Background: an optimization exercise with open tools, aiming at small area, a short achievable clock period and few clock cycles per item. Do not read the settings as production practice.
Only simulation tests tie the RTL to the original design; equivalence was not proved.

==> run a: inputs <==
==> flow/design.v <==
module sm3_round (
    input  wire         hi,       
    input  wire [31:0]  tj,       
    input  wire [255:0] st_in,    
    input  wire [31:0]  w,        
    input  wire [31:0]  wp,       
    output wire [255:0] st_out
);
    wire [31:0] a = st_in[255:224];
    wire [31:0] b = st_in[223:192];
    wire [31:0] c = st_in[191:160];
    wire [31:0] d = st_in[159:128];
    wire [31:0] e = st_in[127:96];
    wire [31:0] f = st_in[95:64];
    wire [31:0] g = st_in[63:32];
    wire [31:0] h = st_in[31:0];
    wire [31:0] a12  = {a[19:0], a[31:20]};
    wire [31:0] s0s  = a12 ^ e ^ tj;
    wire [31:0] s0c  = {(a12[30:0] & e[30:0]) | (a12[30:0] & tj[30:0]) | (e[30:0] & tj[30:0]), 1'b0};
    wire [31:0] sum1 = s0s + s0c;
    wire [31:0] ss1  = {sum1[24:0], sum1[31:25]};
    wire [31:0] ss2  = ss1 ^ a12;
    wire [31:0] ff   = hi ? ((a & b) | (a & c) | (b & c)) : (a ^ b ^ c);
    wire [31:0] gg   = hi ? ((e & f) | (~e & g)) : (e ^ f ^ g);
    wire [31:0] p1s  = ff ^ d ^ wp;
    wire [31:0] p1c  = {(ff[30:0] & d[30:0]) | (ff[30:0] & wp[30:0]) | (d[30:0] & wp[30:0]), 1'b0};
    wire [31:0] q1s  = p1s ^ p1c ^ ss2;
    wire [31:0] q1c  = {(p1s[30:0] & p1c[30:0]) | (p1s[30:0] & ss2[30:0]) | (p1c[30:0] & ss2[30:0]), 1'b0};
    wire [31:0] tt1  = q1s + q1c;
    wire [31:0] p2s  = gg ^ h ^ w;
    wire [31:0] p2c  = {(gg[30:0] & h[30:0]) | (gg[30:0] & w[30:0]) | (h[30:0] & w[30:0]), 1'b0};
    wire [31:0] q2s  = p2s ^ p2c ^ ss1;
    wire [31:0] q2c  = {(p2s[30:0] & p2c[30:0]) | (p2s[30:0] & ss1[30:0]) | (p2c[30:0] & ss1[30:0]), 1'b0};
    wire [31:0] tt2  = q2s + q2c;
    wire [31:0] p0   = tt2 ^ {tt2[22:0], tt2[31:23]} ^ {tt2[14:0], tt2[31:15]};
    assign st_out = {tt1, a, {b[22:0], b[31:23]}, c,
                     p0,  e, {f[12:0], f[31:13]}, g};
endmodule
module sm3_wexp (
    input  wire [511:0] win,      
    output wire [31:0]  w_next
);
    wire [31:0] w0  = win[511:480];
    wire [31:0] w3  = win[415:384];
    wire [31:0] w7  = win[287:256];
    wire [31:0] w10 = win[191:160];
    wire [31:0] w13 = win[95:64];
    wire [31:0] x   = w0 ^ w7 ^ {w13[16:0], w13[31:17]};
    wire [31:0] p1  = x ^ {x[16:0], x[31:17]} ^ {x[8:0], x[31:9]};
    assign w_next = p1 ^ {w3[24:0], w3[31:25]} ^ w10;
endmodule
module xr_extend (
    input  wire         clk,
    input  wire         rst,       
    input  wire         start,
    input  wire [255:0] xr_in,     
    input  wire [255:0] d_in,      
    output wire         ready,
    output reg          done,
    output wire [255:0] xr_out     
);
    localparam [255:0] IV  = 256'h7380166F_4914B2B9_172442D7_DA8A0600_A96F30BC_163138AA_E38DEE4D_B0FB0E4E;
    localparam [31:0]  T0  = 32'h79CC4519;
    localparam [31:0]  T16 = 32'h9D8A7A87;    
    reg [6:0]   c;         
    reg         va;        
    reg         vb;        
    reg [255:0] sa;        
    reg [511:0] win;       
    reg [255:0] sb;        
    reg [255:0] ring;      
    reg         ha, hb;    
    reg [31:0]  ta, tb;    
    wire c64 = (c == 7'd64);
    wire c63 = (c == 7'd63);
    assign ready = c64;
    localparam [127:0] PW63 = 128'h000000000000000154A7BE1889208000;
    localparam [127:0] PW62 = 128'h00000000000000005291629220000000;
    localparam [127:0] PW61 = 128'h000000000000000069DB31BAD9200000;
    localparam [127:0] PW60 = 128'h00000000000000001640129860040000;
    localparam [127:0] PW59 = 128'h000000000000000075E5689600A00000;
    localparam [127:0] PW58 = 128'h00000000000000001421120008200000;
    localparam [127:0] PW57 = 128'h0000000000000000251BAD9600000000;
    localparam [127:0] PW56 = 128'h000000000000000049AA020020820000;
    localparam [127:0] PW55 = 128'h00000000000000005C1A634B00000000;
    localparam [127:0] PW54 = 128'h000000000000000041A3229A28A08000;
    localparam [127:0] PW53 = 128'h000000000000000073EF391834100000;
    localparam [127:0] PW52 = 128'h00000000000000002048629A08A00000;
    localparam [127:0] PW51 = 128'h00000000000000003A34700400800000;
    localparam [127:0] PW50 = 128'h00000000000000003E29828E00200000;
    localparam [127:0] PW49 = 128'h00000000000000003691834500000000;
    localparam [127:0] PW48 = 128'h00000000000000000421800A08000000;
    localparam [127:0] PW47 = 128'h00000000000000004702420020020000;
    localparam [127:0] PW46 = 128'h0000000000000000438F661048248000;
    localparam [127:0] PW45 = 128'h00000000000000001893DA9A81800000;
    localparam [127:0] PW44 = 128'h00000000000000001A09041069240000;
    localparam [127:0] PW43 = 128'h00000000000000003C4CE20028A00000;
    localparam [127:0] PW42 = 128'h00000000000000007621348240200000;
    localparam [127:0] PW41 = 128'h000000000000000020787E1444904000;
    localparam [127:0] PW40 = 128'h00000000000000000201069240000000;
    localparam [127:0] PW39 = 128'h00000000000000001C9752D304120000;
    localparam [127:0] PW38 = 128'h000000000000000048D96F0A10000000;
    localparam [127:0] PW37 = 128'h00000000000000005FC3D45120900000;
    localparam [127:0] PW36 = 128'h00000000000000001E69E69620800000;
    localparam [127:0] PW35 = 128'h00000000000000002C4DF04120800000;
    localparam [127:0] PW34 = 128'h000000000000000010F8810408200000;
    localparam [127:0] PW33 = 128'h00000000000000003045120D00000000;
    localparam [127:0] PW32 = 128'h000000000000000056A8E40040800000;
    localparam [127:0] PW31 = 128'h000000000000000179EDC5F901B28800;
    localparam [127:0] PW30 = 128'h000000000000000027B874BB02000000;
    localparam [127:0] PW29 = 128'h00000000000000006F4682A174B20000;
    localparam [127:0] PW28 = 128'h0000000000000000772413B1E6044000;
    localparam [127:0] PW27 = 128'h00000000000000005ABB3E1F60AA0000;
    localparam [127:0] PW26 = 128'h00000000000000002D63032008A20000;
    localparam [127:0] PW25 = 128'h0000000000000000274A174F60000000;
    localparam [127:0] PW24 = 128'h00000000000000000D30A220228A2000;
    localparam [127:0] PW23 = 128'h000000000000000009DBC57FB0000000;
    localparam [127:0] PW22 = 128'h000000000000000065B910B38A2A8800;
    localparam [127:0] PW21 = 128'h00000000000000004CD1CA89B7510000;
    localparam [127:0] PW20 = 128'h00000000000000002A4CE4B3A82A0000;
    localparam [127:0] PW19 = 128'h00000000000000002197370440880000;
    localparam [127:0] PW18 = 128'h000000000000000035CB1AA6E0220000;
    localparam [127:0] PW17 = 128'h00000000000000006DF89B7150000000;
    localparam [127:0] PW16 = 128'h00000000000000004463980AA8800000;
    localparam [127:0] PW15 = 128'h00000000000000007372662022022000;
    localparam [127:0] PW14 = 128'h000000000000000047B790714CA6C800;
    localparam [127:0] PW13 = 128'h0000000000000000211AE73329980000;
    localparam [127:0] PW12 = 128'h000000000000000013A994516FB64000;
    localparam [127:0] PW11 = 128'h000000000000000037882C202A2A0000;
    localparam [127:0] PW10 = 128'h0000000000000000714327CA64220000;
    localparam [127:0] PW9 = 128'h0000000000000000127FF9F500D94400;
    localparam [127:0] PW8 = 128'h0000000000000000222116FB64000000;
    localparam [127:0] PW7 = 128'h00000000000000007D5E27FE34532000;
    localparam [127:0] PW6 = 128'h00000000000000000C54F9FAB1000000;
    localparam [127:0] PW5 = 128'h0000000000000000023FE91432990000;
    localparam [127:0] PW4 = 128'h0000000000000000578F78FF42880000;
    localparam [127:0] PW3 = 128'h00000000000000001E892F4532880000;
    localparam [127:0] PW2 = 128'h000000000000000051F7091448A20000;
    localparam [127:0] PW1 = 128'h00000000000000005341432DD0000000;
    localparam [127:0] PW0 = 128'h00000000000000003BC26A4044880000;
    wire [63:0] pw = {PW63[c], PW62[c], PW61[c], PW60[c], PW59[c], PW58[c], PW57[c], PW56[c], PW55[c], PW54[c], PW53[c], PW52[c], PW51[c], PW50[c], PW49[c], PW48[c], PW47[c], PW46[c], PW45[c], PW44[c], PW43[c], PW42[c], PW41[c], PW40[c], PW39[c], PW38[c], PW37[c], PW36[c], PW35[c], PW34[c], PW33[c], PW32[c], PW31[c], PW30[c], PW29[c], PW28[c], PW27[c], PW26[c], PW25[c], PW24[c], PW23[c], PW22[c], PW21[c], PW20[c], PW19[c], PW18[c], PW17[c], PW16[c], PW15[c], PW14[c], PW13[c], PW12[c], PW11[c], PW10[c], PW9[c], PW8[c], PW7[c], PW6[c], PW5[c], PW4[c], PW3[c], PW2[c], PW1[c], PW0[c]};
    wire [31:0]  w_next;
    wire [255:0] sa_next;
    sm3_wexp u_wexp (
        .win    (win),
        .w_next (w_next)
    );
    sm3_round u_round_a (
        .hi     (ha),
        .tj     (ta),
        .st_in  (sa),
        .w      (win[511:480]),
        .wp     (win[511:480] ^ win[383:352]),
        .st_out (sa_next)
    );
    wire [255:0] sb_next;
    sm3_round u_round_b (
        .hi     (hb),
        .tj     (tb),
        .st_in  (sb),
        .w      (pw[63:32]),
        .wp     (pw[31:0]),
        .st_out (sb_next)
    );
    wire catch = c64 | (c < 7'd3);
    wire fold  = (c == 7'd60) | (c == 7'd61) | (c == 7'd62);
    wire [31:0] r0 = ring[255:224], r1 = ring[223:192], r2 = ring[191:160], r3 = ring[159:128];
    wire [31:0] l0 = ring[127:96],  l1 = ring[95:64],   l2 = ring[63:32],   l3 = ring[31:0];
    assign xr_out = {r3 ^ sb[255:224], r2, r1[22:0], r1[31:23], r0[22:0], r0[31:23],
                     l3 ^ sb[127:96],  l2, l1[12:0], l1[31:13], l0[12:0], l0[31:13]};
    always @(posedge clk) begin
        sa  <= c64 ? IV : sa_next;
        win <= c64 ? {xr_in, d_in} : {win[479:0], w_next};
        sb  <= c63 ? (sa_next ^ IV) : sb_next;
        ring[255:192] <= ring[223:160];
        ring[191:160] <= ring[159:128] ^ (fold ? sb[255:224] : 32'd0);
        ring[159:128] <= catch ? {sb[136:128], sb[159:137]} : ring[255:224];
        ring[127:64]  <= ring[95:32];
        ring[63:32]   <= ring[31:0] ^ (fold ? sb[127:96] : 32'd0);
        ring[31:0]    <= catch ? {sb[18:0], sb[31:19]} : ring[127:96];
        ta <= c64 ? T0 : (c == 7'd15) ? T16 : {ta[30:0], ta[31]};
        ha <= c64 ? 1'b0 : (c == 7'd15) ? 1'b1 : ha;
        tb <= c63 ? T0 : (c == 7'd14) ? T16 : {tb[30:0], tb[31]};
        hb <= c63 ? 1'b0 : (c == 7'd14) ? 1'b1 : hb;
    end
    always @(posedge clk) begin
        if (rst) begin
            c    <= 7'd64;
            va   <= 1'b0;
            vb   <= 1'b0;
            done <= 1'b0;
        end else begin
            c    <= c64 ? 7'd0 : c + 7'd1;
            if (c64) va <= start;
            if (c63) vb <= va;
            done <= vb & (c == 7'd62);
        end
    end
endmodule
==> flow/flow/run.sh <==
#!/bin/bash
# The standard layout (the standard.sh) with three changes:
#  - synthesis maps the logic with the ABC script in flow/abc_speed.script
#    (classic delay-driven `map` on a choice network) instead of ORFS's; the
#    rest of synthesis, and so every register, is the standard one;
#  - ports are buffered with the smallest buffer (buf_1);
#  - clock tree synthesis inserts no dummy loads and builds the tree from
#    clkbuf_8 cells, clustering up to 12 sinks per leaf buffer.
set -euo pipefail
here=$PWD
rm -rf "$here/scripts"
cp -r "$FLOW_HOME/scripts" "$here/scripts"
cp "$here/flow/abc_speed.script" "$here/scripts/abc_speed.script"
SCRIPTS_DIR="$here/scripts" bash standard.sh synth > synth.log 2>&1
export BUFFER_PORTS_ARGS="-buffer_cell sky130_fd_sc_hd__buf_1"
export CTS_ARGS="-sink_clustering_enable -repair_clock_nets -dont_use_dummy_load -buf_list {sky130_fd_sc_hd__clkbuf_8} -sink_clustering_size 12 -sink_clustering_max_diameter 60"
bash standard.sh finish > standard.log 2>&1
==> flow/flow/abc_speed.script <==
strash
dch -f
map -D 1000
topo
buffer -p
upsize
dnsize
==> flow/standard.sh <==
#!/bin/bash
# synth_recipe.tcl (not shown) runs the flow's synth.tcl, then flattens the netlist and writes it again
# the make line also repeats each setting of config.mk as NAME=value (left out here)
make -C /OpenROAD-flow-scripts/flow DESIGN_CONFIG=/design/flow/config.mk WORK_HOME=/design/flow/orfs CLKGATE_MAP_FILE= SYNTH_SCRIPT=/design/flow/synth_recipe.tcl "${@:-finish}"
==> flow/config.mk <==
export PLATFORM = sky130hd
export DESIGN_NAME = xr_extend
export DESIGN_NICKNAME = xr_extend
export VERILOG_FILES = /design/flow/design.v
export SDC_FILE = /design/flow/constraint.sdc
export NUM_CORES = 4
export LEC_CHECK = 0
export CAP_MARGIN = 20
export CORE_MARGIN = 2
export CORE_UTILIZATION = 40
export PLACE_DENSITY = 0.6
export SETUP_SLACK_MARGIN = 3.5
export SLEW_MARGIN = 20
export TNS_END_PERCENT = 0
==> flow/constraint.sdc <==
create_clock -name core_clock -period 9.0 [get_ports {clk}]
set_input_delay 1.8000 -clock core_clock [delete_from_list [all_inputs] [get_ports {clk}]]
set_output_delay 1.8000 -clock core_clock [all_outputs]
set_load 0.01 [all_outputs]
==> run b (differences from run a) <==
--- a/flow/flow/run.sh
+++ b/flow/flow/run.sh
@@ -6,5 +6,5 @@
 #  - ports are buffered with the smallest buffer (buf_1);
 #  - clock tree synthesis inserts no dummy loads and builds the tree from
-#    clkbuf_8 cells, clustering up to 12 sinks per leaf buffer.
+#    clkbuf_4 / clkbuf_8 cells.
 set -euo pipefail
 here=$PWD
@@ -14,4 +14,4 @@
 SCRIPTS_DIR="$here/scripts" bash standard.sh synth > synth.log 2>&1
 export BUFFER_PORTS_ARGS="-buffer_cell sky130_fd_sc_hd__buf_1"
-export CTS_ARGS="-sink_clustering_enable -repair_clock_nets -dont_use_dummy_load -buf_list {sky130_fd_sc_hd__clkbuf_8} -sink_clustering_size 12 -sink_clustering_max_diameter 60"
+export CTS_ARGS="-sink_clustering_enable -repair_clock_nets -dont_use_dummy_load -buf_list {sky130_fd_sc_hd__clkbuf_4 sky130_fd_sc_hd__clkbuf_8}"
 bash standard.sh finish > standard.log 2>&1
SETUP_SLACK_MARGIN = 4.0   (was 3.5)
TNS_END_PERCENT = unset   (was 0)
==> results.txt <==
metric	run b	run a
Portion of the layout cell area used by clock cells	0.0343	0.0250
Clock tree skew after final layout	0.158 ns	0.132 ns
Diodes inserted	20	16
Longest individual stage delay on the worst path	0.55 ns	0.62 ns
Count of routing violations after the opening detailed-route iteration	6994	6895
Worst min-delay path startpoint	ring[35]	ring[84]
Post-route design area	91900 µm²	84800 µm²
Result of the run	finished clean	finished clean
Overall global routing resource usage	0.403	0.395
Slew at the pin closest to its max-slew limit	1.08 ns	1.12 ns
Testbench counts of run a, summed over its fixed seeds: cycles 12,992, items 192.
Testbench counts of run b, summed over its fixed seeds: cycles 12,992, items 192.

-- static timing again, ports no longer ideal --
How much do the figures lean on ideal ports? The routed layouts below were timed once more, with nothing changed but the port constraints. Step 1 (the two cells are an assumption about what drives the block):
set clk [get_ports {clk}]
set_driving_cell -lib_cell sky130_fd_sc_hd__clkbuf_16 $clk
set_driving_cell -lib_cell sky130_fd_sc_hd__buf_2 [delete_from_list [all_inputs] $clk]
Step 2 moves the port delays by t, midway between the first and last clock arrival at a register: inputs arrive t later, outputs are due t later. That takes back most of the time a late clock gives input paths. Three values: ideal ports, drivers, drivers and shift; two values: the first two.
| run | t (ns) | slack for setup (ns) | worst setup path at the end | clock arrival spread, ns |
|---|---|---|---|---|
| run a | 0.987 | 3.489 / 3.489 / 3.489 | register to register | 0.132 / 0.132 |
| run b | 1.042 | 3.547 / 3.547 / 3.547 | register to register | 0.161 / 0.161 |
After both steps setup and hold are still met in every run listed.
